Source: an optimization exercise on an open RTL-to-GDS flow (aim: small area, a short achievable clock period and few clock cycles). Production flows keep margins and buffers that such runs may drop.
The RTL was checked by simulation tests, not by an equivalence proof against the original design.

--- design.v ---
module gkm_opu (
    input  wire         clk,
    input  wire         rst_n,
    input  wire         cmd_valid,
    output wire         cmd_ready,
    input  wire [1:0]   cmd_op,        
    input  wire [127:0] cmd_key,       
    input  wire [63:0]  cmd_expect,
    input  wire         in_valid,
    output wire         in_ready,
    input  wire [63:0]  in_data,       
    input  wire [3:0]   in_nbytes,     
    input  wire         in_last,
    output wire         out_valid,
    input  wire         out_ready,
    output wire [63:0]  out_result,
    output wire         out_match
);
    localparam [3:0] S_IDLE = 4'd0,
                     S_CRC  = 4'd1,
                     S_HA   = 4'd2,    
                     S_HB   = 4'd3,    
                     S_LA   = 4'd4,    
                     S_LB   = 4'd5,    
                     S_F1   = 4'd6,
                     S_F2   = 4'd7,
                     S_F3   = 4'd8,
                     S_F4   = 4'd9,
                     S_FOLD = 4'd10,
                     S_CMP  = 4'd11;   
    reg  [3:0]   st;
    reg          ph;           
    reg          cfin;         
    reg  [1:0]   rc;           
    reg  [1:0]   op;           
    reg          op32;         
    reg          pend;         
    reg          cmd_pres;     
    reg  [1:0]   cop;          
    reg          cmd_rdy, in_rdy, ov;
    reg          in_rdy_o;     
    reg          ir_full, ir_last;
    reg  [3:0]   ir_n;
    reg  [63:0]  ir_d;         
    reg  [255:0] v;            
    reg  [63:0]  res;
    reg          match;
    reg  [4:0]   lenq;         
    reg          c_start;      
    reg          c_p1;         
    reg          c_p2;         
    reg          c_ph;         
    reg          c_crc;        
    reg          c_crotr;      
    reg          c_crotl;      
    reg          c_done;       
    reg          c_fold;       
    reg          c_cmp;        
    reg          c_b, c_ff, c_len, c_hb;
    reg          c_wait;       
    reg          c_inj;        
    reg          c_sir;        
    reg          c_sin;        
    reg          c_linj;       
    reg          c_rtake;      
    reg          c_h01, c_h2, c_h3, c_hres, c_hir;    
    wire [63:0] v0 = v[63:0];
    wire [63:0] v1 = v[127:64];
    wire [63:0] v2 = v[191:128];
    wire [63:0] v3 = v[255:192];
    wire [63:0] m_beat = ir_d | ((ir_last && !ir_n[3]) ? {lenq, ir_n[2:0], 56'd0} : 64'd0);
    wire [63:0] m      = c_len ? {lenq, 3'b000, 56'd0} : m_beat;
    wire [63:0] ha, hb, hy, hz;
    gkm_halfround u_half (
        .s0(v0), .s1(v1), .s2(v2), .s3(v3), .ph(c_ph),
        .a(ha), .b(hb), .y(hy), .z(hz));
    wire        in_short = in_valid && in_last && !in_nbytes[3];
    wire [4:0]  widx     = c_inj ? lenq + 5'd1 : (c_wait ? lenq : 5'd0);
    wire [63:0] in_mv;        
    genvar gk;
    generate
        for (gk = 0; gk < 8; gk = gk + 1) begin : g_inmv
            if (gk < 7) begin : g_lo
                assign in_mv[8*gk +: 8] = in_data[8*gk +: 8] & {8{in_valid && (in_nbytes > gk)}};
            end else begin : g_hi
                assign in_mv[63:56] = (in_data[63:56] & {8{in_valid && in_nbytes[3]}}) |
                                      ({widx, in_nbytes[2:0]} & {8{in_short}});
            end
        end
    endgenerate
    wire [63:0] inj = ({64{c_sir}} & (ir_d | ((ir_last && !ir_n[3]) ? {5'd0, ir_n[2:0], 56'd0} : 64'd0))) |
                      ({64{c_sin || c_inj || c_wait}} & in_mv) |
                      ({64{c_linj}} & {lenq + 5'd1, 3'b000, 56'd0});
    wire [63:0] hsh = v0 ^ v1 ^ v2 ^ v3;
    wire [63:0] cx   = v2 ^ ir_d;
    wire [7:0]  lob;
    genvar gj;
    generate
        for (gj = 0; gj < 8; gj = gj + 1) begin : g_lob
            assign lob[gj] = (ir_n <= 4'd7 - gj);
        end
    endgenerate
    wire [63:0] lom;
    generate
        for (gj = 0; gj < 8; gj = gj + 1) begin : g_lom
            assign lom[8*gj +: 8] = {8{lob[gj]}};
        end
    endgenerate
    wire [63:0] g64;
    wire [31:0] g32;
    gkm_crc_g u_crc (.t(cx & ~lom), .g64(g64), .g32(g32));
    wire [63:0] s_hi   = cx & lom;
    wire [63:0] c64n   = s_hi ^ g64;
    wire [31:0] c32n   = s_hi[31:0] ^ g32;
    wire [63:0] crc_nx = op32 ? {32'd0, c32n} : c64n;
    wire [63:0] crc_rs = op32 ? {32'd0, ~c32n} : ~c64n;
    wire        res_eq = op32 ? (res[31:0] == v0[31:0]) : (res == v0);
    wire take   = cmd_valid && cmd_rdy;
    wire accept = in_valid && in_rdy;
    wire pop    = c_crc || c_hb;
    wire hr     = (st == S_HA) || (st == S_HB) || (st == S_LA) || (st == S_LB) ||
                  (st == S_F1) || (st == S_F2) || (st == S_F3) || (st == S_F4);
    reg [3:0] st_n;
    reg       ph_n;
    always @(*) begin
        st_n = st;
        ph_n = 1'b0;
        if (hr && !ph) begin
            ph_n = (st != S_HA) || ir_full;
        end else begin
            case (st)
                S_CRC:  if (c_done) st_n = S_CMP;
                S_HA:   st_n = S_HB;
                S_HB:   st_n = !ir_last ? S_HA : (ir_n[3] ? S_LA : S_F1);
                S_LA:   st_n = S_LB;
                S_LB:   st_n = S_F1;
                S_F1:   st_n = S_F2;
                S_F2:   st_n = S_F3;
                S_F3:   st_n = S_F4;
                S_F4:   st_n = S_FOLD;
                S_FOLD: if (c_fold) st_n = S_CMP;
                S_CMP:  st_n = S_IDLE;
                default: st_n = S_IDLE;
            endcase
        end
        if (c_start) begin
            st_n = cop[1] ? S_HA : S_CRC;
            ph_n = 1'b0;
        end
    end
    wire       ir_full_n = accept || (ir_full && !pop);
    wire       ir_last_n = in_rdy ? in_last : ir_last;
    wire [3:0] ir_n_n    = in_rdy ? in_nbytes : ir_n;
    wire       ov_n      = c_cmp || (ov && !out_ready);
    wire       pend_n    = c_start || (pend && !take);
    wire       pres_n    = cmd_valid && !take;
    wire [1:0] op_n      = c_start ? cop : op;
    wire       c_crot    = c_crotr || c_crotl;
    wire       cfin_n    = c_crot || (cfin && !c_done && !c_start);
    wire [1:0] rsteps    = ir_n[2] ? (ir_n[1:0] == 2'd0 ? 2'd3 : ~ir_n[1:0]) : ir_n[1:0] - 2'd1;
    wire [1:0] rc_n      = c_crot ? (cfin ? rc - 2'd1 : rsteps) : rc;
    wire       fin_n     = (st_n == S_LA) || (st_n == S_LB) || (st_n == S_F1) || (st_n == S_F2) ||
                           (st_n == S_F3) || (st_n == S_F4) || (st_n == S_FOLD);
    wire       hr_n      = (st_n == S_HA) || (st_n == S_HB) || (st_n == S_LA) || (st_n == S_LB) ||
                           (st_n == S_F1) || (st_n == S_F2) || (st_n == S_F3) || (st_n == S_F4);
    wire       beat_n    = (st_n == S_CRC) && ir_full_n;
    wire       crot_n    = beat_n && ir_last_n && !ir_n_n[3] && (!cfin_n || rc_n != 2'd0);
    wire       rleft_n   = ir_n_n[2] && (ir_n_n[1:0] != 2'd0);
    wire       crc_n     = beat_n && !crot_n && !(ir_last_n && ov_n);
    wire       done_n    = crc_n && ir_last_n;
    wire       fold_n    = (st_n == S_FOLD) && !pend_n && !ov_n;
    wire       start_n   = ((st_n == S_IDLE) || (st_n == S_CMP)) && pres_n && !pend_n;
    wire       rdy_n     = pend_n && (!op_n[1] || (fin_n && !ov_n));
    wire       hb2_n     = (st_n == S_HB) && ph_n;
    wire       in_rdy_n  = !ir_full_n || crc_n || hb2_n;
    wire       p1_n      = hr_n && !ph_n && !((st_n == S_HA) && !ir_full_n);
    wire       p2_n      = hr_n && ph_n;
    wire       wait_n    = (st_n == S_HA) && !ph_n && !ir_full_n;
    wire       rtake_n   = rdy_n && op_n[1];
    wire [63:0] in_m;
    generate
        for (gj = 0; gj < 8; gj = gj + 1) begin : g_inm
            assign in_m[8*gj +: 8] = in_data[8*gj +: 8] & {8{in_nbytes > gj}};
        end
    endgenerate
    always @(posedge clk) begin
        if (!rst_n) begin
            st       <= S_IDLE;
            ph       <= 1'b0;
            cfin     <= 1'b0;
            rc       <= 2'd0;
            pend     <= 1'b0;
            cmd_pres <= 1'b0;
            cmd_rdy  <= 1'b0;
            in_rdy   <= 1'b1;
            in_rdy_o <= 1'b1;
            ov       <= 1'b0;
            ir_full  <= 1'b0;
            c_start  <= 1'b0;
            c_p1     <= 1'b0;
            c_p2     <= 1'b0;
            c_ph     <= 1'b0;
            c_crc    <= 1'b0;
            c_crotr  <= 1'b0;
            c_crotl  <= 1'b0;
            c_done   <= 1'b0;
            c_fold   <= 1'b0;
            c_cmp    <= 1'b0;
            c_wait   <= 1'b0;
            c_inj    <= 1'b0;
            c_sir    <= 1'b0;
            c_sin    <= 1'b0;
            c_linj   <= 1'b0;
            c_b      <= 1'b0;
            c_ff     <= 1'b0;
            c_len    <= 1'b0;
            c_hb     <= 1'b0;
            c_rtake  <= 1'b0;
            c_h01    <= 1'b0;
            c_h2     <= 1'b0;
            c_h3     <= 1'b0;
            c_hres   <= 1'b0;
            c_hir    <= 1'b0;
        end else begin
            st       <= st_n;
            ph       <= ph_n;
            cfin     <= cfin_n;
            rc       <= rc_n;
            pend     <= pend_n;
            cmd_pres <= pres_n;
            cmd_rdy  <= rdy_n;
            in_rdy   <= in_rdy_n;
            in_rdy_o <= !ir_full_n || ((st_n == S_HB) && ph_n) ||
                        ((st_n == S_CRC) && !(ir_last_n && ov_n) &&
                         !(ir_last_n && !ir_n_n[3] && (!cfin_n || rc_n != 2'd0)));
            ov       <= ov_n;
            ir_full  <= ir_full_n;
            c_start  <= start_n;
            c_p1     <= p1_n;
            c_p2     <= p2_n;
            c_ph     <= ph_n;
            c_crc    <= crc_n;
            c_crotr  <= crot_n && !rleft_n;
            c_crotl  <= crot_n && rleft_n;
            c_done   <= done_n;
            c_fold   <= fold_n;
            c_cmp    <= (st_n == S_CMP);
            c_wait   <= wait_n;
            c_inj    <= hb2_n && !ir_last_n;
            c_sir    <= start_n && ir_full_n && !crc_n;
            c_sin    <= start_n && in_rdy_n;
            c_linj   <= hb2_n && ir_last_n && ir_n_n[3];
            c_b      <= ((st_n == S_HB) || (st_n == S_LB)) && ph_n;
            c_ff     <= ((st_n == S_HB && ir_last_n && !ir_n_n[3]) || (st_n == S_LB)) && ph_n;
            c_len    <= (st_n == S_LA) || (st_n == S_LB);
            c_hb     <= hb2_n;
            c_rtake  <= rtake_n;
            c_h01    <= !(start_n || p1_n || p2_n || fold_n);
            c_h2     <= !(start_n || p1_n || p2_n || crc_n || crot_n);
            c_h3     <= !(start_n || p1_n || p2_n);      
            c_hres   <= !(rtake_n || done_n || fold_n);
            c_hir    <= !in_rdy_n && !crot_n;
        end
    end
    always @(posedge clk) begin
        cop <= cmd_op;
        if (c_start) begin
            op   <= cop;
            op32 <= (cop == 2'd0);
        end
        if (in_rdy) begin
            ir_n    <= in_nbytes;
            ir_last <= in_last;
        end
        ir_d <= ({64{in_rdy}} & in_m) | ({64{c_hir}} & ir_d);
        if (c_start)
            lenq <= 5'd0;
        else if (c_hb)
            lenq <= lenq + 5'd1;
        v[255:192] <= (({64{c_start}} & (cmd_key[127:64] ^ 64'h7465646279746573)) |
                       ({64{c_p1 || c_p2}} & hy) |
                       ({64{c_h3}}    & v3)) ^ inj;
        v[127:64]  <= ({64{c_start}} & (cmd_key[127:64] ^ 64'h646f72616e646f6d)) |
                      ({64{c_p1 || c_p2}} & hz) |
                      ({64{c_h01}}   & v1);
        v[63:0]    <= ({64{c_start}} & (cop[1] ? (cmd_key[63:0] ^ 64'h736f6d6570736575) : cmd_expect)) |
                      ({64{c_p1}}    & {ha[31:0], ha[63:32]}) |
                      ({64{c_p2}}    & (ha ^ (m & {64{c_b}}))) |
                      ({64{c_fold}}  & res) |
                      ({64{c_h01}}   & v0);
        v[191:128] <= ({64{c_start}} & (cop[1] ? (cmd_key[63:0] ^ 64'h6c7967656e657261) :
                                        (cop[0] ? 64'hFFFFFFFFFFFFFFFF : 64'h00000000FFFFFFFF))) |
                      ({64{c_p1}}    & hb) |
                      ({64{c_p2}}    & ({hb[31:0], hb[63:32]} ^ {56'd0, {8{c_ff}}})) |
                      ({64{c_crc && !c_start}} & crc_nx) |
                      ({64{c_crotr}} & {cx[7:0], cx[63:8]}) |
                      ({64{c_crotl}} & {cx[55:0], cx[63:56]}) |
                      ({64{c_h2}}    & v2);
        res <= ({64{c_rtake}} & cmd_expect) |
               ({64{c_done}}  & crc_rs) |
               ({64{c_fold}}  & hsh) |
               ({64{c_hres}}  & res);
        if (c_cmp)
            match <= res_eq;
    end
    assign cmd_ready  = cmd_rdy;
    assign in_ready   = in_rdy_o;
    assign out_valid  = ov;
    assign out_result = res;
    assign out_match  = match;
endmodule
module gkm_halfround (
    input  wire [63:0] s0, s1, s2, s3,
    input  wire        ph,
    output wire [63:0] a, b, y, z
);
    gkm_add64 u_a (.a(s0), .b(s1), .s(a));
    gkm_add64 u_b (.a(s2), .b(s3), .s(b));
    wire [63:0] r1 = ph ? {s1[42:0], s1[63:43]} : {s1[50:0], s1[63:51]};
    wire [63:0] r3 = ph ? {s3[46:0], s3[63:47]} : {s3[47:0], s3[63:48]};
    assign y = a ^ r1;
    assign z = b ^ r3;
endmodule
module gkm_add64 (
    input  wire [63:0] a,
    input  wire [63:0] b,
    output wire [63:0] s
);
    wire [63:0] g [0:6];
    wire [63:0] p [0:6];
    assign g[0] = a & b;
    assign p[0] = a ^ b;
    genvar l, i;
    generate
        for (l = 0; l < 6; l = l + 1) begin : g_lv
            for (i = 0; i < 64; i = i + 1) begin : g_bit
                if ((i >> l) & 1) begin : g_op
                    assign g[l+1][i] = g[l][i] | (p[l][i] & g[l][((i >> l) << l) - 1]);
                    assign p[l+1][i] = p[l][i] & p[l][((i >> l) << l) - 1];
                end else begin : g_pass
                    assign g[l+1][i] = g[l][i];
                    assign p[l+1][i] = p[l][i];
                end
            end
        end
    endgenerate
    assign s = p[0] ^ {g[6][62:0], 1'b0};
endmodule
module gkm_crc_g (input wire [63:0] t, output wire [63:0] g64, output wire [31:0] g32);
    wire [427:0] x;
    assign x[63:0] = t;
    assign x[64] = x[38] ^ x[48];
    assign x[65] = x[8] ^ x[43];
    assign x[66] = x[52] ^ x[53];
    assign x[67] = x[60] ^ x[61];
    assign x[68] = x[14] ^ x[62];
    assign x[69] = x[18] ^ x[47];
    assign x[70] = x[16] ^ x[45];
    assign x[71] = x[21] ^ x[37];
    assign x[72] = x[11] ^ x[44];
    assign x[73] = x[27] ^ x[55];
    assign x[74] = x[10] ^ x[28];
    assign x[75] = x[12] ^ x[35];
    assign x[76] = x[15] ^ x[34];
    assign x[77] = x[25] ^ x[39];
    assign x[78] = x[26] ^ x[40];
    assign x[79] = x[29] ^ x[50];
    assign x[80] = x[30] ^ x[51];
    assign x[81] = x[13] ^ x[24];
    assign x[82] = x[19] ^ x[58];
    assign x[83] = x[20] ^ x[49];
    assign x[84] = x[22] ^ x[59];
    assign x[85] = x[17] ^ x[46];
    assign x[86] = x[33] ^ x[54];
    assign x[87] = x[56] ^ x[57];
    assign x[88] = x[41] ^ x[63];
    assign x[89] = x[1] ^ x[23];
    assign x[90] = x[4] ^ x[36];
    assign x[91] = x[9] ^ x[31];
    assign x[92] = x[32] ^ x[42];
    assign x[93] = x[0] ^ x[72];
    assign x[94] = x[5] ^ x[6];
    assign x[95] = x[3] ^ x[67];
    assign x[96] = x[2] ^ x[64];
    assign x[97] = x[7] ^ x[65];
    assign x[98] = x[69] ^ x[71];
    assign x[99] = x[74] ^ x[77];
    assign x[100] = x[66] ^ x[86];
    assign x[101] = x[57] ^ x[76];
    assign x[102] = x[70] ^ x[75];
    assign x[103] = x[80] ^ x[81];
    assign x[104] = x[63] ^ x[68];
    assign x[105] = x[1] ^ x[84];
    assign x[106] = x[9] ^ x[85];
    assign x[107] = x[39] ^ x[83];
    assign x[108] = x[73] ^ x[82];
    assign x[109] = x[78] ^ x[79];
    assign x[110] = x[7] ^ x[89];
    assign x[111] = x[3] ^ x[61];
    assign x[112] = x[22] ^ x[38];
    assign x[113] = x[36] ^ x[92];
    assign x[114] = x[0] ^ x[2];
    assign x[115] = x[5] ^ x[40];
    assign x[116] = x[6] ^ x[14];
    assign x[117] = x[30] ^ x[49];
    assign x[118] = x[31] ^ x[55];
    assign x[119] = x[33] ^ x[52];
    assign x[120] = x[11] ^ x[87];
    assign x[121] = x[35] ^ x[70];
    assign x[122] = x[54] ^ x[66];
    assign x[123] = x[91] ^ x[93];
    assign x[124] = x[12] ^ x[41];
    assign x[125] = x[13] ^ x[45];
    assign x[126] = x[15] ^ x[19];
    assign x[127] = x[18] ^ x[43];
    assign x[128] = x[21] ^ x[59];
    assign x[129] = x[23] ^ x[27];
    assign x[130] = x[16] ^ x[88];
    assign x[131] = x[24] ^ x[65];
    assign x[132] = x[32] ^ x[73];
    assign x[133] = x[37] ^ x[69];
    assign x[134] = x[51] ^ x[90];
    assign x[135] = x[42] ^ x[95];
    assign x[136] = x[62] ^ x[96];
    assign x[137] = x[0] ^ x[29];
    assign x[138] = x[17] ^ x[44];
    assign x[139] = x[25] ^ x[34];
    assign x[140] = x[3] ^ x[64];
    assign x[141] = x[8] ^ x[68];
    assign x[142] = x[50] ^ x[71];
    assign x[143] = x[53] ^ x[87];
    assign x[144] = x[58] ^ x[78];
    assign x[145] = x[60] ^ x[94];
    assign x[146] = x[67] ^ x[79];
    assign x[147] = x[82] ^ x[84];
    assign x[148] = x[4] ^ x[23];
    assign x[149] = x[6] ^ x[48];
    assign x[150] = x[28] ^ x[47];
    assign x[151] = x[13] ^ x[80];
    assign x[152] = x[18] ^ x[87];
    assign x[153] = x[31] ^ x[111];
    assign x[154] = x[33] ^ x[66];
    assign x[155] = x[35] ^ x[83];
    assign x[156] = x[49] ^ x[74];
    assign x[157] = x[56] ^ x[73];
    assign x[158] = x[58] ^ x[79];
    assign x[159] = x[77] ^ x[85];
    assign x[160] = x[78] ^ x[88];
    assign x[161] = x[10] ^ x[97];
    assign x[162] = x[44] ^ x[106];
    assign x[163] = x[91] ^ x[100];
    assign x[164] = x[2] ^ x[46];
    assign x[165] = x[4] ^ x[41];
    assign x[166] = x[22] ^ x[56];
    assign x[167] = x[24] ^ x[38];
    assign x[168] = x[7] ^ x[75];
    assign x[169] = x[15] ^ x[92];
    assign x[170] = x[21] ^ x[69];
    assign x[171] = x[32] ^ x[70];
    assign x[172] = x[50] ^ x[76];
    assign x[173] = x[55] ^ x[83];
    assign x[174] = x[59] ^ x[68];
    assign x[175] = x[62] ^ x[119];
    assign x[176] = x[81] ^ x[90];
    assign x[177] = x[28] ^ x[93];
    assign x[178] = x[81] ^ x[100];
    assign x[179] = x[102] ^ x[107];
    assign x[180] = x[104] ^ x[109];
    assign x[181] = x[5] ^ x[26];
    assign x[182] = x[10] ^ x[61];
    assign x[183] = x[12] ^ x[29];
    assign x[184] = x[17] ^ x[34];
    assign x[185] = x[40] ^ x[51];
    assign x[186] = x[43] ^ x[52];
    assign x[187] = x[1] ^ x[87];
    assign x[188] = x[2] ^ x[88];
    assign x[189] = x[9] ^ x[76];
    assign x[190] = x[11] ^ x[118];
    assign x[191] = x[20] ^ x[89];
    assign x[192] = x[22] ^ x[90];
    assign x[193] = x[23] ^ x[94];
    assign x[194] = x[26] ^ x[88];
    assign x[195] = x[27] ^ x[90];
    assign x[196] = x[45] ^ x[126];
    assign x[197] = x[48] ^ x[65];
    assign x[198] = x[54] ^ x[72];
    assign x[199] = x[60] ^ x[127];
    assign x[200] = x[75] ^ x[117];
    assign x[201] = x[79] ^ x[84];
    assign x[202] = x[86] ^ x[112];
    assign x[203] = x[30] ^ x[107];
    assign x[204] = x[36] ^ x[98];
    assign x[205] = x[42] ^ x[140];
    assign x[206] = x[47] ^ x[105];
    assign x[207] = x[77] ^ x[103];
    assign x[208] = x[98] ^ x[134];
    assign x[209] = x[99] ^ x[130];
    assign x[210] = x[128] ^ x[146];
    assign x[211] = x[4] ^ x[12];
    assign x[212] = x[5] ^ x[20];
    assign x[213] = x[10] ^ x[46];
    assign x[214] = x[14] ^ x[38];
    assign x[215] = x[15] ^ x[25];
    assign x[216] = x[16] ^ x[58];
    assign x[217] = x[18] ^ x[53];
    assign x[218] = x[25] ^ x[44];
    assign x[219] = x[26] ^ x[51];
    assign x[220] = x[33] ^ x[46];
    assign x[221] = x[34] ^ x[39];
    assign x[222] = x[37] ^ x[50];
    assign x[223] = x[45] ^ x[57];
    assign x[224] = x[0] ^ x[82];
    assign x[225] = x[5] ^ x[137];
    assign x[226] = x[19] ^ x[76];
    assign x[227] = x[27] ^ x[92];
    assign x[228] = x[29] ^ x[116];
    assign x[229] = x[37] ^ x[92];
    assign x[230] = x[39] ^ x[138];
    assign x[231] = x[40] ^ x[75];
    assign x[232] = x[44] ^ x[83];
    assign x[233] = x[48] ^ x[91];
    assign x[234] = x[55] ^ x[75];
    assign x[235] = x[55] ^ x[82];
    assign x[236] = x[56] ^ x[125];
    assign x[237] = x[57] ^ x[72];
    assign x[238] = x[59] ^ x[86];
    assign x[239] = x[62] ^ x[114];
    assign x[240] = x[63] ^ x[89];
    assign x[241] = x[68] ^ x[89];
    assign x[242] = x[85] ^ x[94];
    assign x[243] = x[112] ^ x[129];
    assign x[244] = x[3] ^ x[143];
    assign x[245] = x[6] ^ x[96];
    assign x[246] = x[9] ^ x[97];
    assign x[247] = x[11] ^ x[99];
    assign x[248] = x[12] ^ x[95];
    assign x[249] = x[13] ^ x[108];
    assign x[250] = x[17] ^ x[96];
    assign x[251] = x[19] ^ x[101];
    assign x[252] = x[20] ^ x[141];
    assign x[253] = x[22] ^ x[151];
    assign x[254] = x[28] ^ x[145];
    assign x[255] = x[29] ^ x[98];
    assign x[256] = x[30] ^ x[131];
    assign x[257] = x[36] ^ x[121];
    assign x[258] = x[50] ^ x[98];
    assign x[259] = x[51] ^ x[122];
    assign x[260] = x[52] ^ x[101];
    assign x[261] = x[57] ^ x[102];
    assign x[262] = x[67] ^ x[109];
    assign x[263] = x[73] ^ x[99];
    assign x[264] = x[78] ^ x[103];
    assign x[265] = x[80] ^ x[152];
    assign x[266] = x[81] ^ x[97];
    assign x[267] = x[84] ^ x[120];
    assign x[268] = x[95] ^ x[113];
    assign x[269] = x[101] ^ x[156];
    assign x[270] = x[108] ^ x[149];
    assign x[271] = x[110] ^ x[144];
    assign x[272] = x[121] ^ x[154];
    assign x[273] = x[139] ^ x[171];
    assign x[274] = x[37] ^ x[123];
    assign x[275] = x[148] ^ x[179];
    assign x[276] = x[153] ^ x[161];
    assign x[277] = x[1] ^ x[54];
    assign x[278] = x[3] ^ x[42];
    assign x[279] = x[4] ^ x[27];
    assign x[280] = x[4] ^ x[32];
    assign x[281] = x[8] ^ x[10];
    assign x[282] = x[9] ^ x[26];
    assign x[283] = x[14] ^ x[40];
    assign x[284] = x[16] ^ x[41];
    assign x[285] = x[26] ^ x[41];
    assign x[286] = x[27] ^ x[33];
    assign x[287] = x[30] ^ x[32];
    assign x[288] = x[31] ^ x[54];
    assign x[289] = x[36] ^ x[42];
    assign x[290] = x[42] ^ x[48];
    assign x[291] = x[49] ^ x[62];
    assign x[292] = x[53] ^ x[59];
    assign x[293] = x[5] ^ x[80];
    assign x[294] = x[6] ^ x[64];
    assign x[295] = x[7] ^ x[150];
    assign x[296] = x[8] ^ x[80];
    assign x[297] = x[11] ^ x[115];
    assign x[298] = x[12] ^ x[114];
    assign x[299] = x[16] ^ x[92];
    assign x[300] = x[16] ^ x[124];
    assign x[301] = x[23] ^ x[115];
    assign x[302] = x[28] ^ x[115];
    assign x[303] = x[31] ^ x[185];
    assign x[304] = x[35] ^ x[85];
    assign x[305] = x[38] ^ x[65];
    assign x[306] = x[46] ^ x[72];
    assign x[307] = x[46] ^ x[129];
    assign x[308] = x[47] ^ x[71];
    assign x[309] = x[52] ^ x[138];
    assign x[310] = x[53] ^ x[215];
    assign x[311] = x[56] ^ x[71];
    assign x[312] = x[56] ^ x[116];
    assign x[313] = x[60] ^ x[74];
    assign x[314] = x[60] ^ x[83];
    assign x[315] = x[62] ^ x[183];
    assign x[316] = x[63] ^ x[77];
    assign x[317] = x[64] ^ x[71];
    assign x[318] = x[65] ^ x[137];
    assign x[319] = x[66] ^ x[212];
    assign x[320] = x[68] ^ x[76];
    assign x[321] = x[78] ^ x[117];
    assign x[322] = x[82] ^ x[85];
    assign x[323] = x[83] ^ x[129];
    assign x[324] = x[84] ^ x[94];
    assign x[325] = x[86] ^ x[150];
    assign x[326] = x[88] ^ x[112];
    assign x[327] = x[118] ^ x[218];
    assign x[328] = x[119] ^ x[290];
    assign x[329] = x[167] ^ x[181];
    assign x[330] = x[0] ^ x[104];
    assign x[331] = x[1] ^ x[157];
    assign x[332] = x[18] ^ x[101];
    assign x[333] = x[19] ^ x[96];
    assign x[334] = x[20] ^ x[160];
    assign x[335] = x[21] ^ x[102];
    assign x[336] = x[21] ^ x[122];
    assign x[337] = x[25] ^ x[95];
    assign x[338] = x[34] ^ x[104];
    assign x[339] = x[39] ^ x[202];
    assign x[340] = x[40] ^ x[153];
    assign x[341] = x[45] ^ x[158];
    assign x[342] = x[46] ^ x[134];
    assign x[343] = x[47] ^ x[108];
    assign x[344] = x[54] ^ x[105];
    assign x[345] = x[59] ^ x[154];
    assign x[346] = x[61] ^ x[132];
    assign x[347] = x[64] ^ x[110];
    assign x[348] = x[64] ^ x[133];
    assign x[349] = x[67] ^ x[202];
    assign x[350] = x[68] ^ x[198];
    assign x[351] = x[69] ^ x[113];
    assign x[352] = x[70] ^ x[93];
    assign x[353] = x[71] ^ x[155];
    assign x[354] = x[73] ^ x[102];
    assign x[355] = x[74] ^ x[95];
    assign x[356] = x[74] ^ x[105];
    assign x[357] = x[75] ^ x[103];
    assign x[358] = x[85] ^ x[313];
    assign x[359] = x[87] ^ x[238];
    assign x[360] = x[88] ^ x[174];
    assign x[361] = x[91] ^ x[130];
    assign x[362] = x[93] ^ x[187];
    assign x[363] = x[96] ^ x[225];
    assign x[364] = x[97] ^ x[283];
    assign x[365] = x[99] ^ x[122];
    assign x[366] = x[99] ^ x[173];
    assign x[367] = x[101] ^ x[124];
    assign x[368] = x[103] ^ x[128];
    assign x[369] = x[103] ^ x[188];
    assign x[370] = x[104] ^ x[142];
    assign x[371] = x[105] ^ x[130];
    assign x[372] = x[106] ^ x[293];
    assign x[373] = x[108] ^ x[172];
    assign x[374] = x[110] ^ x[127];
    assign x[375] = x[110] ^ x[133];
    assign x[376] = x[111] ^ x[132];
    assign x[377] = x[113] ^ x[150];
    assign x[378] = x[113] ^ x[236];
    assign x[379] = x[116] ^ x[120];
    assign x[380] = x[120] ^ x[124];
    assign x[381] = x[125] ^ x[175];
    assign x[382] = x[125] ^ x[192];
    assign x[383] = x[139] ^ x[147];
    assign x[384] = x[141] ^ x[142];
    assign x[385] = x[144] ^ x[323];
    assign x[386] = x[151] ^ x[308];
    assign x[387] = x[152] ^ x[327];
    assign x[388] = x[159] ^ x[176];
    assign x[389] = x[160] ^ x[169];
    assign x[390] = x[165] ^ x[297];
    assign x[391] = x[166] ^ x[189];
    assign x[392] = x[184] ^ x[240];
    assign x[393] = x[190] ^ x[201];
    assign x[394] = x[194] ^ x[196];
    assign x[395] = x[195] ^ x[200];
    assign x[396] = x[217] ^ x[229];
    assign x[397] = x[15] ^ x[203];
    assign x[398] = x[24] ^ x[250];
    assign x[399] = x[41] ^ x[136];
    assign x[400] = x[63] ^ x[260];
    assign x[401] = x[68] ^ x[135];
    assign x[402] = x[106] ^ x[208];
    assign x[403] = x[123] ^ x[145];
    assign x[404] = x[124] ^ x[208];
    assign x[405] = x[131] ^ x[263];
    assign x[406] = x[134] ^ x[272];
    assign x[407] = x[135] ^ x[147];
    assign x[408] = x[135] ^ x[191];
    assign x[409] = x[157] ^ x[247];
    assign x[410] = x[159] ^ x[259];
    assign x[411] = x[161] ^ x[214];
    assign x[412] = x[162] ^ x[168];
    assign x[413] = x[162] ^ x[182];
    assign x[414] = x[163] ^ x[204];
    assign x[415] = x[176] ^ x[340];
    assign x[416] = x[178] ^ x[321];
    assign x[417] = x[197] ^ x[265];
    assign x[418] = x[198] ^ x[209];
    assign x[419] = x[200] ^ x[331];
    assign x[420] = x[206] ^ x[355];
    assign x[421] = x[206] ^ x[365];
    assign x[422] = x[210] ^ x[224];
    assign x[423] = x[222] ^ x[273];
    assign x[424] = x[227] ^ x[394];
    assign x[425] = x[253] ^ x[318];
    assign x[426] = x[261] ^ x[351];
    assign x[427] = x[252] ^ x[274];
    assign g64[0] = (((x[270] ^ x[358]) ^ x[414]) ^ (x[360] ^ ((((x[11] ^ x[23]) ^ x[278]) ^ x[107]) ^ (x[236] ^ x[97]))));
    assign g64[1] = (x[415] ^ ((((x[32] ^ x[6]) ^ x[175]) ^ (x[230] ^ x[243])) ^ (x[341] ^ x[367])));
    assign g64[2] = ((x[207] ^ x[360]) ^ (x[396] ^ ((((x[0] ^ x[34]) ^ (x[58] ^ x[7])) ^ (x[148] ^ x[220])) ^ (x[121] ^ x[302]))));
    assign g64[3] = (((x[225] ^ (x[140] ^ x[189])) ^ x[409]) ^ (x[353] ^ ((x[81] ^ ((x[45] ^ x[62]) ^ x[217])) ^ x[271])));
    assign g64[4] = ((x[379] ^ x[395]) ^ ((x[109] ^ ((x[164] ^ x[167]) ^ (x[8] ^ (x[19] ^ x[21])))) ^ (x[209] ^ x[344])));
    assign g64[5] = (x[417] ^ (((x[100] ^ x[196]) ^ (x[213] ^ (x[49] ^ (x[21] ^ x[25])))) ^ ((x[298] ^ x[324]) ^ x[180])));
    assign g64[6] = (x[417] ^ (((x[70] ^ ((x[26] ^ x[33]) ^ x[289])) ^ x[356]) ^ (x[320] ^ (x[142] ^ x[230]))));
    assign g64[7] = (((x[243] ^ x[322]) ^ ((x[121] ^ x[199]) ^ (x[185] ^ (x[49] ^ (x[29] ^ x[2]))))) ^ (x[274] ^ x[400]));
    assign g64[8] = (((x[299] ^ ((x[67] ^ x[86]) ^ x[294])) ^ x[419]) ^ (x[370] ^ (x[123] ^ x[266])));
    assign g64[9] = (((x[245] ^ x[258]) ^ (x[259] ^ x[337])) ^ (x[367] ^ ((x[147] ^ x[191]) ^ (x[227] ^ x[306]))));
    assign g64[10] = (((x[136] ^ x[178]) ^ (x[295] ^ (x[219] ^ (x[55] ^ (x[21] ^ x[43]))))) ^ (x[275] ^ x[407]));
    assign g64[11] = ((x[338] ^ x[388]) ^ (((x[157] ^ x[197]) ^ (x[201] ^ x[232])) ^ ((x[301] ^ x[95]) ^ x[336])));
    assign g64[12] = (((x[328] ^ (x[147] ^ x[159])) ^ x[276]) ^ (x[264] ^ ((x[195] ^ x[237]) ^ (x[212] ^ (x[50] ^ (x[15] ^ x[35]))))));
    assign g64[13] = (((x[254] ^ x[273]) ^ x[404]) ^ (x[385] ^ (((x[65] ^ x[66]) ^ x[174]) ^ x[123])));
    assign g64[14] = (((x[178] ^ x[356]) ^ (x[317] ^ (x[94] ^ x[146]))) ^ (x[412] ^ x[424]));
    assign g64[15] = ((x[311] ^ (x[80] ^ ((x[29] ^ x[52]) ^ x[111]))) ^ (x[383] ^ (x[250] ^ x[361])));
    assign g64[16] = ((x[379] ^ x[382]) ^ (((x[194] ^ x[317]) ^ x[246]) ^ (x[325] ^ (((x[35] ^ x[46]) ^ x[287]) ^ x[108]))));
    assign g64[17] = (((x[326] ^ x[93]) ^ x[251]) ^ (x[336] ^ ((x[127] ^ ((x[17] ^ x[3]) ^ x[125])) ^ (x[145] ^ x[315]))));
    assign g64[18] = (x[420] ^ ((((x[17] ^ x[284]) ^ x[175]) ^ (x[197] ^ x[311])) ^ (x[123] ^ x[395])));
    assign g64[19] = ((x[392] ^ x[396]) ^ (((((x[12] ^ x[5]) ^ x[91]) ^ x[146]) ^ (x[156] ^ x[237])) ^ (x[136] ^ x[382])));
    assign g64[20] = (((x[319] ^ ((x[41] ^ x[91]) ^ x[157])) ^ x[398]) ^ (x[377] ^ ((x[168] ^ x[296]) ^ x[210])));
    assign g64[21] = (x[425] ^ (((x[152] ^ x[99]) ^ (x[71] ^ (x[149] ^ x[291]))) ^ (x[163] ^ x[268])));
    assign g64[22] = (((x[235] ^ x[237]) ^ x[163]) ^ (x[180] ^ (((x[112] ^ x[117]) ^ (x[182] ^ x[280])) ^ ((x[43] ^ (x[34] ^ x[37])) ^ x[110]))));
    assign g64[23] = ((((x[186] ^ (x[49] ^ (x[14] ^ x[3]))) ^ x[254]) ^ x[412]) ^ (x[333] ^ ((x[103] ^ x[113]) ^ (x[172] ^ x[98]))));
    assign g64[24] = ((x[276] ^ x[406]) ^ (x[348] ^ (((x[116] ^ x[126]) ^ (x[22] ^ (x[0] ^ x[13]))) ^ ((x[77] ^ x[79]) ^ x[232]))));
    assign g64[25] = ((x[372] ^ x[384]) ^ (((x[107] ^ x[122]) ^ (x[171] ^ x[226])) ^ ((x[90] ^ (x[72] ^ x[78])) ^ x[347])));
    assign g64[26] = ((x[326] ^ ((x[185] ^ x[281]) ^ x[242])) ^ (((x[73] ^ ((x[15] ^ x[24]) ^ x[114])) ^ x[163]) ^ (x[179] ^ x[258])));
    assign g64[27] = (x[423] ^ ((x[305] ^ x[314]) ^ (((x[58] ^ x[286]) ^ x[104]) ^ (x[105] ^ x[303]))));
    assign g64[28] = (((x[155] ^ ((x[53] ^ x[219]) ^ x[133])) ^ (x[245] ^ x[350])) ^ ((x[373] ^ x[378]) ^ x[276]));
    assign g64[29] = (((x[140] ^ ((x[52] ^ x[126]) ^ x[132])) ^ (x[177] ^ x[179])) ^ ((x[246] ^ x[342]) ^ (x[359] ^ x[370])));
    assign g64[30] = ((x[350] ^ x[374]) ^ ((((x[279] ^ x[94]) ^ x[201]) ^ (x[300] ^ x[303])) ^ (x[205] ^ x[251])));
    assign g64[31] = (x[275] ^ (((x[169] ^ x[235]) ^ (x[309] ^ x[97])) ^ (x[254] ^ x[369])));
    assign g64[32] = (x[418] ^ (x[343] ^ ((x[146] ^ x[301]) ^ (x[291] ^ (x[48] ^ (x[24] ^ x[37]))))));
    assign g64[33] = (((x[207] ^ x[248]) ^ (x[307] ^ (x[109] ^ x[224]))) ^ (x[411] ^ x[414]));
    assign g64[34] = (x[427] ^ (x[421] ^ (x[346] ^ (((x[165] ^ x[64]) ^ x[226]) ^ x[264]))));
    assign g64[35] = (((x[335] ^ x[363]) ^ x[409]) ^ (x[389] ^ ((x[241] ^ x[314]) ^ x[163])));
    assign g64[36] = (((x[260] ^ x[262]) ^ (x[298] ^ ((x[24] ^ x[30]) ^ x[147]))) ^ (x[375] ^ ((x[171] ^ x[233]) ^ x[252])));
    assign g64[37] = ((x[361] ^ x[368]) ^ ((((x[286] ^ x[89]) ^ (x[32] ^ x[281])) ^ (x[155] ^ x[310])) ^ ((x[322] ^ x[95]) ^ x[136])));
    assign g64[38] = (x[423] ^ (((x[164] ^ x[166]) ^ (x[285] ^ ((x[53] ^ x[61]) ^ x[148]))) ^ (x[266] ^ x[270])));
    assign g64[39] = (((x[295] ^ x[329]) ^ x[162]) ^ (x[359] ^ ((x[141] ^ x[155]) ^ (x[278] ^ ((x[25] ^ x[51]) ^ x[129])))));
    assign g64[40] = ((x[341] ^ (x[170] ^ ((x[282] ^ x[90]) ^ (x[60] ^ x[149])))) ^ (x[400] ^ x[405]));
    assign g64[41] = ((x[334] ^ ((x[86] ^ (x[118] ^ x[77])) ^ x[257])) ^ (x[425] ^ ((x[309] ^ (x[170] ^ x[193])) ^ x[401])));
    assign g64[42] = (x[420] ^ (((x[86] ^ (x[76] ^ x[81])) ^ x[203]) ^ (x[93] ^ ((x[8] ^ x[280]) ^ x[144]))));
    assign g64[43] = ((x[241] ^ (((x[2] ^ x[33]) ^ x[139]) ^ x[233])) ^ (x[390] ^ (x[210] ^ x[354])));
    assign g64[44] = ((x[242] ^ ((x[166] ^ x[76]) ^ x[156])) ^ (x[357] ^ ((x[194] ^ x[239]) ^ x[268])));
    assign g64[45] = (x[422] ^ (((x[277] ^ ((x[48] ^ x[8]) ^ x[165])) ^ x[366]) ^ (x[143] ^ (x[106] ^ x[121]))));
    assign g64[46] = ((x[344] ^ x[372]) ^ (((x[170] ^ x[173]) ^ x[262]) ^ (x[239] ^ (((x[10] ^ x[58]) ^ x[289]) ^ x[120]))));
    assign g64[47] = ((x[267] ^ x[270]) ^ ((((x[62] ^ (x[10] ^ x[31])) ^ x[188]) ^ (x[89] ^ (x[186] ^ x[80]))) ^ (x[248] ^ x[258])));
    assign g64[48] = ((x[339] ^ ((x[131] ^ x[132]) ^ (x[223] ^ (x[114] ^ x[116])))) ^ (x[404] ^ x[413]));
    assign g64[49] = ((x[381] ^ x[391]) ^ (((x[115] ^ x[235]) ^ (x[306] ^ x[99])) ^ (x[205] ^ x[375])));
    assign g64[50] = (x[275] ^ (((x[120] ^ x[131]) ^ (x[160] ^ x[228])) ^ ((x[292] ^ ((x[34] ^ x[47]) ^ x[213])) ^ x[333])));
    assign g64[51] = ((x[345] ^ x[387]) ^ ((((x[222] ^ x[74]) ^ x[193]) ^ (x[196] ^ x[231])) ^ (x[256] ^ x[330])));
    assign g64[52] = (((x[299] ^ ((x[49] ^ x[119]) ^ x[101])) ^ x[405]) ^ (x[255] ^ ((x[140] ^ x[174]) ^ (x[89] ^ (x[138] ^ x[219])))));
    assign g64[53] = ((((x[82] ^ (x[117] ^ x[279])) ^ x[177]) ^ (x[272] ^ x[391])) ^ ((x[316] ^ (x[109] ^ x[199])) ^ x[398]));
    assign g64[54] = ((x[362] ^ x[386]) ^ ((((x[139] ^ x[216]) ^ (x[67] ^ x[94])) ^ (x[234] ^ x[328])) ^ (x[180] ^ x[246])));
    assign g64[55] = (((x[177] ^ x[251]) ^ x[408]) ^ (x[339] ^ ((x[234] ^ x[98]) ^ (x[80] ^ (x[26] ^ x[164])))));
    assign g64[56] = (((x[191] ^ ((x[137] ^ x[166]) ^ (x[186] ^ x[221]))) ^ x[415]) ^ (x[343] ^ (x[136] ^ x[335])));
    assign g64[57] = ((x[353] ^ x[388]) ^ (((x[84] ^ ((x[44] ^ x[48]) ^ x[287])) ^ x[244]) ^ (x[302] ^ (x[188] ^ x[241]))));
    assign g64[58] = ((x[266] ^ x[267]) ^ ((((x[4] ^ x[126]) ^ x[106]) ^ (x[109] ^ x[319])) ^ (x[136] ^ x[263])));
    assign g64[59] = (x[418] ^ (((((x[14] ^ x[9]) ^ x[183]) ^ x[145]) ^ (x[170] ^ x[296])) ^ (x[244] ^ x[385])));
    assign g64[60] = (((x[192] ^ ((x[23] ^ x[220]) ^ x[131])) ^ x[397]) ^ (x[248] ^ ((x[133] ^ x[143]) ^ x[180])));
    assign g64[61] = (((x[135] ^ x[265]) ^ (x[242] ^ ((x[167] ^ x[90]) ^ x[172]))) ^ ((x[345] ^ x[352]) ^ (x[364] ^ x[366])));
    assign g64[62] = ((((x[94] ^ (x[62] ^ x[165])) ^ (x[97] ^ x[98])) ^ x[410]) ^ (x[262] ^ (((x[72] ^ x[76]) ^ (x[82] ^ x[91])) ^ (x[102] ^ x[187]))));
    assign g64[63] = ((x[334] ^ ((x[122] ^ x[151]) ^ x[136])) ^ (x[426] ^ ((x[324] ^ ((x[7] ^ x[8]) ^ x[108])) ^ x[413])));
    assign g32[0] = ((x[358] ^ x[363]) ^ ((((x[221] ^ x[284]) ^ (x[43] ^ x[119])) ^ x[204]) ^ (x[249] ^ x[267])));
    assign g32[1] = (((x[177] ^ x[203]) ^ x[407]) ^ (x[348] ^ (((x[184] ^ x[89]) ^ x[143]) ^ (x[228] ^ x[231]))));
    assign g32[2] = ((x[397] ^ x[399]) ^ (x[422] ^ (x[374] ^ (x[231] ^ ((x[223] ^ x[288]) ^ x[176])))));
    assign g32[3] = ((x[371] ^ x[384]) ^ ((x[207] ^ x[268]) ^ (x[232] ^ ((x[115] ^ x[118]) ^ (x[164] ^ x[82])))));
    assign g32[4] = (((x[180] ^ x[247]) ^ (x[249] ^ x[332])) ^ (x[342] ^ (((x[20] ^ x[111]) ^ (x[70] ^ x[92])) ^ (x[193] ^ x[233]))));
    assign g32[5] = ((x[330] ^ x[332]) ^ ((((x[60] ^ (x[32] ^ x[55])) ^ x[107]) ^ (x[168] ^ x[192])) ^ (x[245] ^ x[264])));
    assign g32[6] = ((x[364] ^ x[393]) ^ (((x[304] ^ x[96]) ^ (x[69] ^ x[240])) ^ (x[269] ^ x[337])));
    assign g32[7] = (((x[269] ^ x[357]) ^ (x[305] ^ (x[142] ^ x[175]))) ^ (x[376] ^ ((x[84] ^ (x[148] ^ x[181])) ^ x[162])));
    assign g32[8] = ((((x[81] ^ (x[56] ^ x[69])) ^ x[338]) ^ (x[99] ^ (x[158] ^ x[243]))) ^ (x[403] ^ x[406]));
    assign g32[9] = ((x[349] ^ x[369]) ^ (((x[132] ^ x[170]) ^ (x[310] ^ x[312])) ^ ((x[43] ^ x[102]) ^ x[271])));
    assign g32[10] = (x[401] ^ (((x[288] ^ ((x[23] ^ x[58]) ^ x[215])) ^ (x[329] ^ x[93])) ^ (x[161] ^ x[255])));
    assign g32[11] = ((x[346] ^ x[352]) ^ (((x[105] ^ x[294]) ^ x[256]) ^ (x[316] ^ ((x[211] ^ x[282]) ^ (x[62] ^ x[126])))));
    assign g32[12] = ((x[347] ^ x[383]) ^ ((((x[186] ^ x[223]) ^ x[160]) ^ (x[173] ^ x[315])) ^ (x[123] ^ x[204])));
    assign g32[13] = (((x[177] ^ x[256]) ^ x[426]) ^ (x[392] ^ (x[173] ^ ((x[181] ^ x[79]) ^ x[154]))));
    assign g32[14] = (x[421] ^ ((((x[167] ^ x[80]) ^ (x[55] ^ (x[41] ^ x[50]))) ^ x[261]) ^ x[403]));
    assign g32[15] = (x[410] ^ ((x[190] ^ (((x[10] ^ x[2]) ^ x[149]) ^ (x[183] ^ x[67]))) ^ (x[271] ^ x[378])));
    assign g32[16] = (x[416] ^ (((x[164] ^ x[133]) ^ (x[174] ^ x[97])) ^ (x[376] ^ x[380])));
    assign g32[17] = ((x[325] ^ ((x[60] ^ x[211]) ^ x[141])) ^ (((x[143] ^ x[172]) ^ (x[91] ^ (x[218] ^ x[88]))) ^ (x[205] ^ x[249])));
    assign g32[18] = ((x[349] ^ (x[155] ^ (x[114] ^ (x[52] ^ (x[11] ^ x[14]))))) ^ (x[402] ^ x[424]));
    assign g32[19] = (x[408] ^ (x[380] ^ ((x[158] ^ x[239]) ^ (x[292] ^ (x[17] ^ (x[13] ^ x[15]))))));
    assign g32[20] = ((((x[127] ^ x[211]) ^ (x[216] ^ x[277])) ^ ((x[57] ^ x[114]) ^ x[104])) ^ (x[135] ^ x[368]));
    assign g32[21] = ((x[209] ^ x[255]) ^ (x[362] ^ (((x[220] ^ x[64]) ^ x[153]) ^ (x[195] ^ x[320]))));
    assign g32[22] = (x[419] ^ ((x[199] ^ (x[90] ^ (x[128] ^ x[213]))) ^ (x[381] ^ x[389])));
    assign g32[23] = ((x[66] ^ ((x[14] ^ x[18]) ^ (x[42] ^ x[63]))) ^ (((x[118] ^ x[128]) ^ (x[182] ^ x[64])) ^ (x[158] ^ x[230])));
    assign g32[24] = (((x[132] ^ ((x[137] ^ x[70]) ^ x[100])) ^ x[399]) ^ (x[386] ^ ((x[85] ^ ((x[36] ^ x[58]) ^ x[115])) ^ x[269])));
    assign g32[25] = ((x[205] ^ x[371]) ^ (((x[100] ^ x[133]) ^ (x[158] ^ x[190])) ^ ((x[221] ^ (x[28] ^ x[117])) ^ (x[304] ^ x[312]))));
    assign g32[26] = ((x[307] ^ ((x[31] ^ x[216]) ^ x[100])) ^ (((x[142] ^ x[156]) ^ (x[168] ^ x[169])) ^ (x[253] ^ x[390])));
    assign g32[27] = ((x[178] ^ x[377]) ^ (x[393] ^ ((((x[0] ^ x[51]) ^ x[184]) ^ (x[214] ^ x[65])) ^ (x[193] ^ x[300]))));
    assign g32[28] = (((x[199] ^ x[228]) ^ (x[229] ^ x[234])) ^ (x[207] ^ ((((x[48] ^ x[56]) ^ x[138]) ^ x[100]) ^ (x[110] ^ x[189]))));
    assign g32[29] = ((x[387] ^ (((x[2] ^ x[61]) ^ x[226]) ^ x[257])) ^ (x[411] ^ x[416]));
    assign g32[30] = ((((((x[32] ^ x[54]) ^ x[285]) ^ x[159]) ^ x[244]) ^ (x[257] ^ x[373])) ^ x[427]);
    assign g32[31] = (x[402] ^ (((x[144] ^ x[169]) ^ (x[187] ^ x[238])) ^ ((x[74] ^ (x[63] ^ (x[20] ^ x[38]))) ^ x[354])));
endmodule
--- flow/run.sh ---
#!/bin/bash
# The standard layout (the standard.sh: ORFS synthesis to finish, unchanged
# steps and settings), except that the buffers ORFS puts on every input and
# output port are sky130_fd_sc_hd__buf_2 instead of the default delay buffer.
set -euo pipefail
export BUFFER_PORTS_ARGS="-buffer_cell sky130_fd_sc_hd__buf_2"
bash standard.sh > standard_flow.log 2>&1
--- standard.sh ---
#!/bin/bash
# synth_recipe.tcl (not shown) runs the flow's synth.tcl, then flattens the netlist and writes it again
# the make line also repeats each setting of config.mk as NAME=value (left out here)
make -C /OpenROAD-flow-scripts/flow DESIGN_CONFIG=/design/flow/config.mk WORK_HOME=/design/flow/orfs CLKGATE_MAP_FILE= SYNTH_SCRIPT=/design/flow/synth_recipe.tcl "${@:-finish}"
--- config.mk ---
export PLATFORM = sky130hd
export DESIGN_NAME = gkm_opu
export DESIGN_NICKNAME = gkm_opu
export VERILOG_FILES = /design/flow/design.v
export SDC_FILE = /design/flow/constraint.sdc
export NUM_CORES = 4
export LEC_CHECK = 0
export CAP_MARGIN = 25
export CORE_MARGIN = 2
export CORE_UTILIZATION = 30
export PLACE_DENSITY = 0.5
export SLEW_MARGIN = 25
--- constraint.sdc ---
create_clock -name core_clock -period 25.0 [get_ports {clk}]
set_input_delay 5.0000 -clock core_clock [delete_from_list [all_inputs] [get_ports {clk}]]
set_output_delay 5.0000 -clock core_clock [all_outputs]
set_load 0.01 [all_outputs]
==> flow_metrics.env, run 1 <==
export IMPL_status="timing/DRC/antenna clean"
export IMPL_timing_critical_path_cells="buf_2"
export IMPL_die_width_um=384.8
export IMPL_worst_path_max_fanout=4
export IMPL_cts_inserted_buffers=57
export IMPL_finalWirelength_um=339900
export IMPL_path_buf_inv=1
export IMPL_synthDominantCellAreaShare=0.2396
export IMPL_resized_cells_post_cts=0
export IMPL_fin_nets=5820
export IMPL_detailedRoute_firstPassIterationCount=12
export IMPL_reg2regPathDepth=13
export IMPL_globalRouteOverflowTotal=0
export IMPL_htreeDepth=2
export IMPL_yosys_register_bits=437
export IMPL_report_final_hold_viol_count=0
export IMPL_worst_max_slew_pin_slew_ns=1.290
export IMPL_postPlaceCellArea_um2=48880
export IMPL_rows=139
export IMPL_crit_family="flip-flops"
export IMPL_post_synth_top_count_cell="sky130_fd_sc_hd__xnor2_1"
export IMPL_clkTransAtPathRegs_ns=0.06
export IMPL_vias_per_cell=6.213
export IMPL_distinct_cells_synth=87
export IMPL_post_route_util=0.3555
export IMPL_sequential_standard_cell_area_um2=8803
export IMPL_start_util=0.3025
export IMPL_initial_antenna_violation_count=40
export IMPL_core_area_um2=143800
export IMPL_cp_start_kind="flop"
export IMPL_reg2reg_slack_ns=19.03
export IMPL_drc=0
export IMPL_timing_final_setup_violations=0
export IMPL_stdcell_area_um2=51140
export IMPL_layout_min_cycle_time_ns=6.632
export IMPL_number_of_flops_mapped_to_enable_cells_by_yosys=2
export IMPL_die_outline_area_um2=148100
export IMPL_syn_inst=5006
export IMPL_critical_path_arrival_ns=1.63
export IMPL_synth_top_cells_by_count="sky130_fd_sc_hd__xnor2_1, sky130_fd_sc_hd__xor2_1, sky130_fd_sc_hd__dfxtp_1"
export IMPL_detail_route_iter0_violations=7923
export IMPL_synth_warning_count=2
export IMPL_cp_num_cells=1
export IMPL_worst_slew_margin_rel=0.1368
export IMPL_slew_violations=0
export IMPL_timing_critical_path_to="out_result[54]"
export IMPL_endpoint_kind="primary output"
export IMPL_n_fill_cell=15150
export IMPL_rr_endpoint="res[9]"
export IMPL_grt_max_degree=118
export IMPL_post_cts_buffers=0
export IMPL_multi_input_area_um2=33600
export IMPL_setup_total_negative_slack_ns=0
export IMPL_synth_top_cells_by_area="sky130_fd_sc_hd__xnor2_1, sky130_fd_sc_hd__dfxtp_1, sky130_fd_sc_hd__xor2_1, sky130_fd_sc_hd__a222oi_1, sky130_fd_sc_hd__ha_1"
export IMPL_finalClockSkew_ns=0.01999
export IMPL_ys_async_sr_fraction=0
export IMPL_cts_tree="built"
export IMPL_post_route_cells_drive_above_1_share=0.1664
export IMPL_holdBufCountCts=0
export IMPL_mappedNetlistArea_um2=43510
export IMPL_clk_path_buf_depth=3
export IMPL_detailroute_via_count=45880
export IMPL_max_freq_mhz=150.8
export IMPL_clk_root_buffer_cell="sky130_fd_sc_hd__clkbuf_16"
export IMPL_place_hpwl_um=275900
export IMPL_area_growth_syn_to_layout_pct=17.53
export IMPL_grt_usage=0.4427
export IMPL_clkLatencyLatePin_ns=0.69
export IMPL_clock_sinks=437
export IMPL_finalHoldWorstSlack_ns=0.4786
export IMPL_worst_setup_path_startpoint="res[54]"
export IMPL_first_pass_grt_wire_length_um=431000
export IMPL_synth_fp_nets=5415
export IMPL_synth_sequential_area_ratio=0.2015
export IMPL_boundaryPins=336
export IMPL_max_cap_viol_count=0
export IMPL_ys_dominant_reg_cell="sky130_fd_sc_hd__dfxtp_1"
export IMPL_critical_path_top_delay_cell="sky130_fd_sc_hd__dfxtp_1"
export IMPL_final_min_period_over_clock_period=0.2653
export IMPL_regToRegStartpoint="ir_n[3]"
export IMPL_chipHeight_um=384.8
export IMPL_drtAntennaViolNets=0
export IMPL_critical_path_max_stage_delay_ns=0.66
export IMPL_syn_area_per_cell_um2=8.691
export IMPL_critical_path_required_ns=20.00
export IMPL_grt_pass1_vias=42370
export IMPL_synth_largest_area_cell="sky130_fd_sc_hd__xnor2_1"
export IMPL_gp_congestion=1.084
export IMPL_drt_wirelength_per_cell_um=46.03
export IMPL_timing_worst_setup_path_type="reg2out"
export IMPL_count_of_input_and_output_buffers=335
export IMPL_min_delay_path_class="reg2reg"
export IMPL_rsz0062_at_grt="false"
[placed cells by master (no fill, tap or decap), drive strengths merged, types with 23 or more instances in the layout]
cell type  synthesis  layout
a21o              34      34
a21oi            176     176
a221o             61      61
a221oi            40      40
a222oi           178     178
a22o              80      80
a22oi            161     161
and2              23      23
buf               50     614
clkbuf           218      69
dfxtp            435     435
diode              0      23
ha               129     129
inv              105     109
mux2i            155     155
nand2            378     378
nand2b            24      24
nand3             51      51
nand4             26      26
nor2             171     171
nor2b             56      56
nor3              39      39
o211ai            75      75
o21a              27      27
o21ai            286     286
xnor2           1210    1210
xor2             594     594
[flip-flops by register name, indices dropped and copies added (netlist names), 2 cells and up]
signal and flops:
v 256, ir_d 64, res 64, lenq 5, ir_n 4, st 4, cop 2, rc 2
[layout make-up]
class                   count  share of cell area
clock buffers              69             0.03034
multi-input cells        4193              0.6570
repair buffers            614             0.07414
flip-flops and latches    437              0.1722
inverters                 108            0.007928
well taps                1903             0.04656
diodes                     23            0.001126
clock inverters            37             0.01074
[metrics by stage]
stage	instances	worst slack [ns]
after floorplan	5006	18.58
after global placement	7254	18.00
after detailed placement	7254	17.98
after CTS	7360	18.42
after global routing	7365	18.43
final	7384	18.37
[routing by layer]
layer	vias to the layer above	track usage	part of all wire
li1	18630	-	-
met1	22800	0.5442	0.38
met2	3521	0.6556	0.41
met3	916	0.08288	0.093
met4	8	0.3992	0.11
met5	-	0	0.00015
[cell families after synthesis]
| family | synth area share |
|---|---|
| xor gates and xnor gates | 0.3829 |
| buffers and inverters | 0.03460 |
| and+or+nand+nor | 0.08884 |
| AOI/OAI and AO/OA | 0.2077 |
| adders and majority gates | 0.04262 |
| muxes | 0.04182 |
| DFF | 0.2015 |
[how the worst min path moves through the flow]
stage	start	endpoint	slack, ns	cells past startpoint
after global routing	c_cmp	match	0.50	0
after CTS	c_cmp	match	0.49	0
after floorplan	c_cmp	match	0.44	0
final	c_cmp	match	0.48	0
after global placement	c_cmp	match	0.48	0
after detailed placement	c_cmp	match	0.49	0
Testbench counts, summed over its fixed seeds: cycles 98,169.
==> run 2: changes to the inputs <==
==> flow/run.sh (replaced) <==
#!/bin/bash
# The standard layout (the standard.sh: ORFS synthesis to finish, unchanged
# steps and settings), except that the buffers ORFS puts on every input and
# output port are sky130_fd_sc_hd__buf_1 instead of the default delay buffer.
set -euo pipefail
export BUFFER_PORTS_ARGS="-buffer_cell sky130_fd_sc_hd__buf_1"
bash standard.sh > standard_flow.log 2>&1
--- a/config.mk
+++ b/config.mk
@@ -7,6 +7,6 @@
 export LEC_CHECK = 0
 export CAP_MARGIN = 25
 export CORE_MARGIN = 2
-export CORE_UTILIZATION = 30
-export PLACE_DENSITY = 0.5
+export CORE_UTILIZATION = 35
+export PLACE_DENSITY = 0.55
 export SLEW_MARGIN = 25
==> run 2 against run 1 <==
Still clean on timing, DRC and antenna. Utilization up 5.1 points. Non-clock buffer count is 28 lower. Global-route usage is 6.2 points higher. Maximum frequency decreased by 2.3%. Design area down 2.0%. Critical endpoint is now v[192].
==> flow_metrics.env, run 2 <==
export IMPL_status="timing/DRC/antenna clean"
export IMPL_syn_inst=5006
export IMPL_cts_tree="built"
export IMPL_finalHoldWorstSlack_ns=0.5116
export IMPL_reg2regPathDepth=14
export IMPL_finalClockSkew_ns=0.04107
export IMPL_synth_top_cells_by_area="sky130_fd_sc_hd__xnor2_1, sky130_fd_sc_hd__dfxtp_1, sky130_fd_sc_hd__xor2_1, sky130_fd_sc_hd__a222oi_1, sky130_fd_sc_hd__ha_1"
export IMPL_htreeDepth=2
export IMPL_syn_area_per_cell_um2=8.691
export IMPL_worst_path_max_fanout=10
export IMPL_drt_wirelength_per_cell_um=46.75
export IMPL_worst_max_slew_pin_slew_ns=1.252
export IMPL_start_util=0.3524
export IMPL_critical_path_top_delay_cell="sky130_fd_sc_hd__nor4_2"
export IMPL_final_min_period_over_clock_period=0.2715
export IMPL_setup_total_negative_slack_ns=0
export IMPL_synthDominantCellAreaShare=0.2396
export IMPL_crit_family="simple AND/OR/NAND/NOR gates"
export IMPL_gp_congestion=1.099
export IMPL_rows=129
export IMPL_slew_violations=0
export IMPL_top_flop_regs="v (256), ir_d (64), res (64)"
export IMPL_vias_per_cell=6.499
export IMPL_post_route_cells_drive_above_1_share=0.1024
export IMPL_first_pass_grt_wire_length_um=424600
export IMPL_core_area_um2=123500
export IMPL_holdBufCountCts=0
export IMPL_critical_path_arrival_ns=7.33
export IMPL_timing_critical_path_cells="buf_1 > nor4_2 > nor2_1 > a22oi_1 > xor2_1"
export IMPL_synth_top_cells_by_count="sky130_fd_sc_hd__xnor2_1, sky130_fd_sc_hd__xor2_1, sky130_fd_sc_hd__dfxtp_1"
export IMPL_count_of_input_and_output_buffers=335
export IMPL_clock_sinks=437
export IMPL_clk_root_buffer_cell="sky130_fd_sc_hd__clkbuf_16"
export IMPL_globalRouteOverflowTotal=0
export IMPL_timing_final_setup_violations=0
export IMPL_synth_largest_area_cell="sky130_fd_sc_hd__xnor2_1"
export IMPL_cp_start_kind="input pin"
export IMPL_rr_endpoint="v[154]"
export IMPL_worst_slew_margin_rel=0.1591
export IMPL_post_synth_top_count_cell="sky130_fd_sc_hd__xnor2_1"
export IMPL_critical_path_max_stage_delay_ns=1.09
export IMPL_mappedNetlistArea_um2=43510
export IMPL_boundaryPins=336
export IMPL_detailroute_via_count=46040
export IMPL_yosys_register_bits=437
export IMPL_chipHeight_um=356.6
export IMPL_timing_worst_setup_path_type="in2reg"
export IMPL_resized_cells_post_cts=0
export IMPL_die_outline_area_um2=127100
export IMPL_worst_setup_path_startpoint="in_nbytes[2]"
export IMPL_max_cap_viol_count=0
export IMPL_clkTransAtPathRegs_ns=0.06
export IMPL_drtAntennaViolNets=0
export IMPL_distinct_cells_synth=87
export IMPL_grt_pass1_vias=42700
export IMPL_detailedRoute_firstPassIterationCount=13
export IMPL_synth_fp_nets=5415
export IMPL_flip_flop_count_of_the_largest_register_after_layout=256
export IMPL_critical_path_required_ns=25.54
export IMPL_synth_sequential_area_ratio=0.2015
export IMPL_timing_critical_path_to="v[192]"
export IMPL_grt_max_degree=68
export IMPL_endpoint_kind="flop"
export IMPL_number_of_flops_mapped_to_enable_cells_by_yosys=2
export IMPL_initial_antenna_violation_count=30
export IMPL_rsz0062_at_grt="false"
export IMPL_place_hpwl_um=269600
export IMPL_layout_cells_most_common="sky130_fd_sc_hd__xnor2_1"
export IMPL_mostFrequentLayoutCells="sky130_fd_sc_hd__xnor2_1, sky130_fd_sc_hd__xor2_1, sky130_fd_sc_hd__dfxtp_1, sky130_fd_sc_hd__nand2_1, sky130_fd_sc_hd__buf_1"
export IMPL_layout_min_cycle_time_ns=6.787
export IMPL_cts_inserted_buffers=57
export IMPL_ys_async_sr_fraction=0
export IMPL_cp_num_cells=5
export IMPL_drc=0
export IMPL_detail_route_iter0_violations=8478
export IMPL_post_cts_buffers=0
export IMPL_clk_path_buf_depth=3
export IMPL_fin_nets=5792
export IMPL_clkLatencyLatePin_ns=0.69
export IMPL_min_delay_path_class="reg2reg"
export IMPL_ys_dominant_reg_cell="sky130_fd_sc_hd__dfxtp_1"
export IMPL_synth_warning_count=2
export IMPL_holdCritStartpoint="op[1]"
export IMPL_max_freq_mhz=147.3
export IMPL_die_width_um=356.6
export IMPL_path_buf_inv=1
export IMPL_finalWirelength_um=331300
export IMPL_area_growth_syn_to_layout_pct=15.23
export IMPL_post_route_util=0.4060
export IMPL_report_final_hold_viol_count=0
export IMPL_grt_usage=0.5050
export IMPL_top_register_by_number_of_flip_flops="v"
export IMPL_regToRegStartpoint="ir_n[3]"
export IMPL_reg2reg_slack_ns=18.39
-- run 2: cells by family (layout without fill, tap and decap cells) --
family                     after synthesis  count (layout)  share of synthesized area
and+or+nand+nor                        839             839                    0.08884
buffers and inverters                  376             798                    0.03460
DFF                                    437             437                     0.2015
muxes                                  177             177                    0.04182
AOI/OAI and AO/OA                     1223            1223                     0.2077
xor gates and xnor gates              1813            1813                     0.3829
other                                    0              20                          0
adders and majority gates              141             141                    0.04262
-- run 2: how the worst min path moves through the flow --
stage	end	depth (start not counted)	slack (ns)
2_1_floorplan	match	0	0.44
3_3_place_gp	op[1]	1	0.50
3_5_place_dp	op[1]	1	0.50
4_1_cts	op[1]	1	0.51
5_1_grt	match	0	0.53
6_report	op[1]	1	0.51
-- run 2: final cells by class --
| class | count | area, um^2 |
|---|---|---|
| Timing Repair Buffer | 586 | 3148 |
| Fill cell | 12860 | 73340 |
| Sequential cell | 437 | 8803 |
| Multi-Input combinational cell | 4193 | 33690 |
| Clock inverter | 21 | 257.7 |
| Tap cell | 1637 | 2048 |
| Clock buffer | 83 | 1727 |
| Inverter | 108 | 405.4 |
| Antenna cell | 20 | 50.05 |
-- run 2: stage by stage --
stage / instances / setup WS (ns) / instance area (um^2)
after global routing: 7071 / 18.28 / 50100
final: 7085 / 18.21 / 50130
after global placement: 6955 / 17.75 / 47790
after detailed placement: 6957 / 17.71 / 47940
after CTS: 7061 / 18.41 / 49920
after floorplan: 5006 / 18.58 / 43510
-- run 2: metal layers --
layer / routed length [um] / global-route usage / vias to the layer above
met3: 34510 / 0.1187 / 1128
met1: 121800 / 0.6075 / 22580
met4: 41570 / 0.5014 / 16
li1: - / - / 18550
met2: 133300 / 0.7257 / 3775
met5: 113 / 0 / -

[afterwards: timing with drivers on the ports]
The results above use ideal ports. As a check the final layouts listed here were re-extracted and re-timed, cells and wires unchanged. Step 1 sets driving cells, clkbuf_16 on the clock port and buf_2 on the other inputs (assumed; they add their load-dependent delay and slew). Step 2 also shifts input and output timing later by t, the mid clock arrival at the registers, as if the neighbouring blocks saw the same clock. Three values: ideal ports, drivers, drivers and shift; two values: the first two.
run	t (ns)	setup WS [ns]	hold slack, ns	worst setup path after step 2	latest minus earliest clock arrival (ns)
run 1	0.767	18.368 / 18.285 / 17.920	0.479 / 0.479 / 0.479	input to register	0.020 / 0.020
run 2	0.758	18.213 / 18.281 / 17.522	0.512 / 0.512 / 0.512	input to register	0.041 / 0.041
After both steps setup and hold are still met in every run listed. The setup slack of run 2, which loses most, moves by +0.068 ns with the drivers and by -0.691 ns with both steps.
